What follows belongs to an exercise in optimizing a design on an open flow for small area, a short achievable clock period and few clock cycles per item; a production flow would make more cautious choices. RTL that was checked went through simulation tests only; none was proved equivalent to the original.

==> flow/design.v (excerpt) <==
module tau_arith (
    input  wire        clk,
    input  wire        rst,           
    input  wire        in_valid,
    output wire        in_ready,
    input  wire        in_fn,         
    input  wire [63:0] in_a,
    input  wire [63:0] in_b,
    output reg         out_valid,
    output reg  [63:0] out_result,
    output reg         out_range
);
Size: roughly 3300 cells after synthesis, about 200 I/O pins, roughly 31000 sq um of cells after synthesis.
Settings: LEC_CHECK=0, CAP_MARGIN=20, CORE_MARGIN=2, CORE_UTILIZATION=40, SLEW_MARGIN=20; clock period 14.0 ns.
standard.sh (not shown) runs the stock make flow with config.mk's settings and CLKGATE_MAP_FILE= SYNTH_SCRIPT=/design/flow/synth_recipe.tcl, a recipe that flattens the netlist after the stock synthesis.
==> flow/flow/run.sh <==
#!/bin/bash
# The standard layout, with repair_timing asked for more setup slack than the
# clock period needs (so that it sizes the critical paths up), and the port
# buffers made with sky130_fd_sc_hd__buf_2.
set -euo pipefail
bash standard.sh SETUP_SLACK_MARGIN=8 CORE_UTILIZATION=50 "BUFFER_PORTS_ARGS=-buffer_cell sky130_fd_sc_hd__buf_2" finish > standard_make.log 2>&1
Testbench counts at the start, summed over its fixed seeds: cycles 32,152, items 16,000.
Change:
==> flow/flow/run.sh (replaced) <==
#!/bin/bash
# The standard layout, with repair_timing asked for more setup slack than the
# clock period needs (so that it sizes the critical paths up), and the port
# buffers made with sky130_fd_sc_hd__buf_2.
set -euo pipefail
bash standard.sh SETUP_SLACK_MARGIN=8 "BUFFER_PORTS_ARGS=-buffer_cell sky130_fd_sc_hd__buf_2" finish > standard_make.log 2>&1
=>
- first-iteration DRC count went down by 12%
- worst setup slack gets better by 0.069 ns
- die area rises by about 25%
- non-clock buffer count climbs by 8
- via count goes down by 3.4%
Change:
--- a/flow/flow/run.sh
+++ b/flow/flow/run.sh
@@ -5,2 +5,2 @@
 set -euo pipefail
-bash standard.sh SETUP_SLACK_MARGIN=8 "BUFFER_PORTS_ARGS=-buffer_cell sky130_fd_sc_hd__buf_2" finish > standard_make.log 2>&1
+bash standard.sh SETUP_SLACK_MARGIN=7.5 "BUFFER_PORTS_ARGS=-buffer_cell sky130_fd_sc_hd__buf_2" finish > standard_make.log 2>&1
Result: Critical path depth decreases by 2; global-route usage decreases by 0.30 points; routed wire length decreases by 1.6%; clock skew is about the same.
Change:
--- a/flow/flow/run.sh
+++ b/flow/flow/run.sh
@@ -5,2 +5,2 @@
 set -euo pipefail
-bash standard.sh SETUP_SLACK_MARGIN=7.5 "BUFFER_PORTS_ARGS=-buffer_cell sky130_fd_sc_hd__buf_2" finish > standard_make.log 2>&1
+bash standard.sh SETUP_SLACK_MARGIN=8.5 "BUFFER_PORTS_ARGS=-buffer_cell sky130_fd_sc_hd__buf_2" finish > standard_make.log 2>&1
- The new run passed the timing, DRC and antenna checks
- worst hold slack is better by 0.0043 ns
- final cell count came out higher by a few percent
- non-clock buffer count rose by 205
- die area does not change
- worst setup slack improves by 0.54 ns
- count of clock-buffer cells in the layout fell by 3
- wire length came out higher by a few percent
- flip-flop and latch count stays the same
- via count went up by a few percent

Another version of the RTL of tau_arith (not shown whole).
Size: about 280 flip-flops, roughly 0.029 mm^2 of cells after synthesis.
clock: 14.0 ns
lec_check: 0
cap_margin: 20
core_margin: 2
core_utilization: 40
slew_margin: 20
==> flow/flow/run.sh <==
#!/bin/bash
# The standard layout, with repair_timing asked for more setup slack than the
# clock period needs (so that it sizes the critical paths up), and the port
# buffers made with sky130_fd_sc_hd__buf_2.
set -euo pipefail
bash standard.sh SETUP_SLACK_MARGIN=7 TNS_END_PERCENT=30 "BUFFER_PORTS_ARGS=-buffer_cell sky130_fd_sc_hd__buf_2" finish > standard_make.log 2>&1
Testbench counts at the start, summed over its fixed seeds: cycles 40,239, items 16,000.
Change:
==> flow/flow/run.sh (replaced) <==
#!/bin/bash
# The standard layout, with repair_timing asked for more setup slack than the
# clock period needs, so that it sizes the critical paths up.
set -euo pipefail
bash standard.sh SETUP_SLACK_MARGIN=7 finish > standard_make.log 2>&1
Outcome:
- die area is unchanged
- hold slack is better by 0.012 ns
- non-clock buffer count increases by 6
- critical path depth does not change
- cell count hardly moves
- global-route usage increases by 0.18 points
- setup slack is better by 0.097 ns
- routed wire length increases by 0.74%
- core utilization increases by 1.5 points

lane 2:
RTL: one of the versions met above, not the one the previous note started from.
Size: about 200 I/O pins.
clock: 14.0 ns
lec_check: 0
cap_margin: 20
core_margin: 2
core_utilization: 40
slew_margin: 20
==> flow/flow/run.sh <==
#!/bin/bash
# The standard layout, with repair_timing asked for more setup slack than the
# clock period needs (so that it sizes the critical paths up), and the port
# buffers made with sky130_fd_sc_hd__buf_2.
set -euo pipefail
bash standard.sh SETUP_SLACK_MARGIN=8 ABC_AREA=1 "BUFFER_PORTS_ARGS=-buffer_cell sky130_fd_sc_hd__buf_2" finish > standard_make.log 2>&1
Testbench counts of lane 2, summed over its fixed seeds: cycles 32,152, items 16,000.
> inputs changed (lane 2 -> lane 4)
--- a/flow/flow/run.sh
+++ b/flow/flow/run.sh
@@ -6 +6 @@
-bash standard.sh SETUP_SLACK_MARGIN=8 ABC_AREA=1 "BUFFER_PORTS_ARGS=-buffer_cell sky130_fd_sc_hd__buf_2" finish > standard_make.log 2>&1
+bash standard.sh SETUP_SLACK_MARGIN=7 "BUFFER_PORTS_ARGS=-buffer_cell sky130_fd_sc_hd__buf_2" finish > standard_make.log 2>&1
Results
Lane 4 vs. lane 2: met3 wire length picked up an extra 7.8%; number of logic inverters in the finished layout went down; final core area utilization went down by 0.21 points; detailed-route wire length per cell down about 4%; post-synthesis instance area now smaller.
Lane 4 — final cell count 1043 lower, lane 2 as reference
On number of hold buffers added after CTS, lane 2 and lane 4 are basically level.

Another version of the RTL of tau_arith (not shown whole).
Size: about 3700 cells after synthesis, roughly 200 I/O pins, ~35000 um^2 of cells after synthesis.
export LEC_CHECK = 0
export CAP_MARGIN = 20
export CORE_MARGIN = 2
export CORE_UTILIZATION = 40
export SLEW_MARGIN = 20
create_clock -name core_clock -period 14.0 [get_ports {clk}]
==> flow/flow/run.sh <==
#!/bin/bash
# The standard layout, with repair_timing asked for more setup slack than the
# clock period needs (so that it sizes the critical paths up), and the port
# buffers made with sky130_fd_sc_hd__buf_2.
set -euo pipefail
bash standard.sh SETUP_SLACK_MARGIN=8 "BUFFER_PORTS_ARGS=-buffer_cell sky130_fd_sc_hd__buf_2" finish > standard_make.log 2>&1
==> next run, changes <==
--- a/flow/flow/run.sh
+++ b/flow/flow/run.sh
@@ -6 +6 @@
-bash standard.sh SETUP_SLACK_MARGIN=8 "BUFFER_PORTS_ARGS=-buffer_cell sky130_fd_sc_hd__buf_2" finish > standard_make.log 2>&1
+bash standard.sh SETUP_SLACK_MARGIN=9 "BUFFER_PORTS_ARGS=-buffer_cell sky130_fd_sc_hd__buf_2" finish > standard_make.log 2>&1
After rerunning:
- fmax came out higher by 6.2%
- worst setup slack gains 0.35 ns
- first-iteration DRC count came out lower by 4.6%
- wire length came out higher by 1.3%
- global-route usage came out higher by 0.10 points
- clock-buffer cell count came out higher by 6
- synthesized cell count stays the same
- non-clock buffer count came out higher by 87
- cell area came out higher by 4.9%
- clock skew came out lower by 0.051 ns
Function was not checked in any run of this note: the RTL went through the layout flow alone.

==> static timing again, ports no longer ideal <==
In the flow no input, the clock included, has a driving cell. The finished layouts below were timed again as built, in two steps.
Step 1, drivers: a clkbuf_16 drives clk and a buf_2 each remaining input, both assumed.
Step 2 times the ports against the registers' clock, not the clock port: input delays grow and output delays shrink by t, the midpoint of the rising clock arrivals with the driver on.
Three values: no drivers, after step 1, after step 2; two values: the first two.
run	shift t [ns]	setup slack, ns	worst setup path at the end	clock arrival spread, ns
the first run of note 1	0.653	8.040 / 8.040 / 7.605	input to register	0.035 / 0.035
the second run of note 1	0.651	8.109 / 8.109 / 7.746	input to register	0.047 / 0.047
the third run of note 1	0.656	7.615 / 7.615 / 7.615	register to register	0.044 / 0.044
the fourth run of note 1	0.661	8.155 / 8.155 / 8.127	input to register	0.023 / 0.023
the first run of note 2	0.675	7.150 / 7.150 / 7.150	register to register	0.019 / 0.019
the second run of note 2	0.617	7.247 / 7.247 / 7.247	register to register	0.022 / 0.021
lane 2	0.651	8.057 / 8.057 / 8.057	register to register	0.042 / 0.042
lane 4	0.661	7.167 / 7.167 / 7.167	register to register	0.042 / 0.042
the first run of note 4	0.712	8.032 / 8.032 / 7.998	input to register	0.080 / 0.079
the second run of note 4	0.698	8.381 / 8.381 / 8.381	register to register	0.028 / 0.028
After both steps every run listed still meets setup and hold. The setup slack of the first run of note 1, which loses most, moves by 0.000 ns with the drivers and by -0.435 ns with both steps.
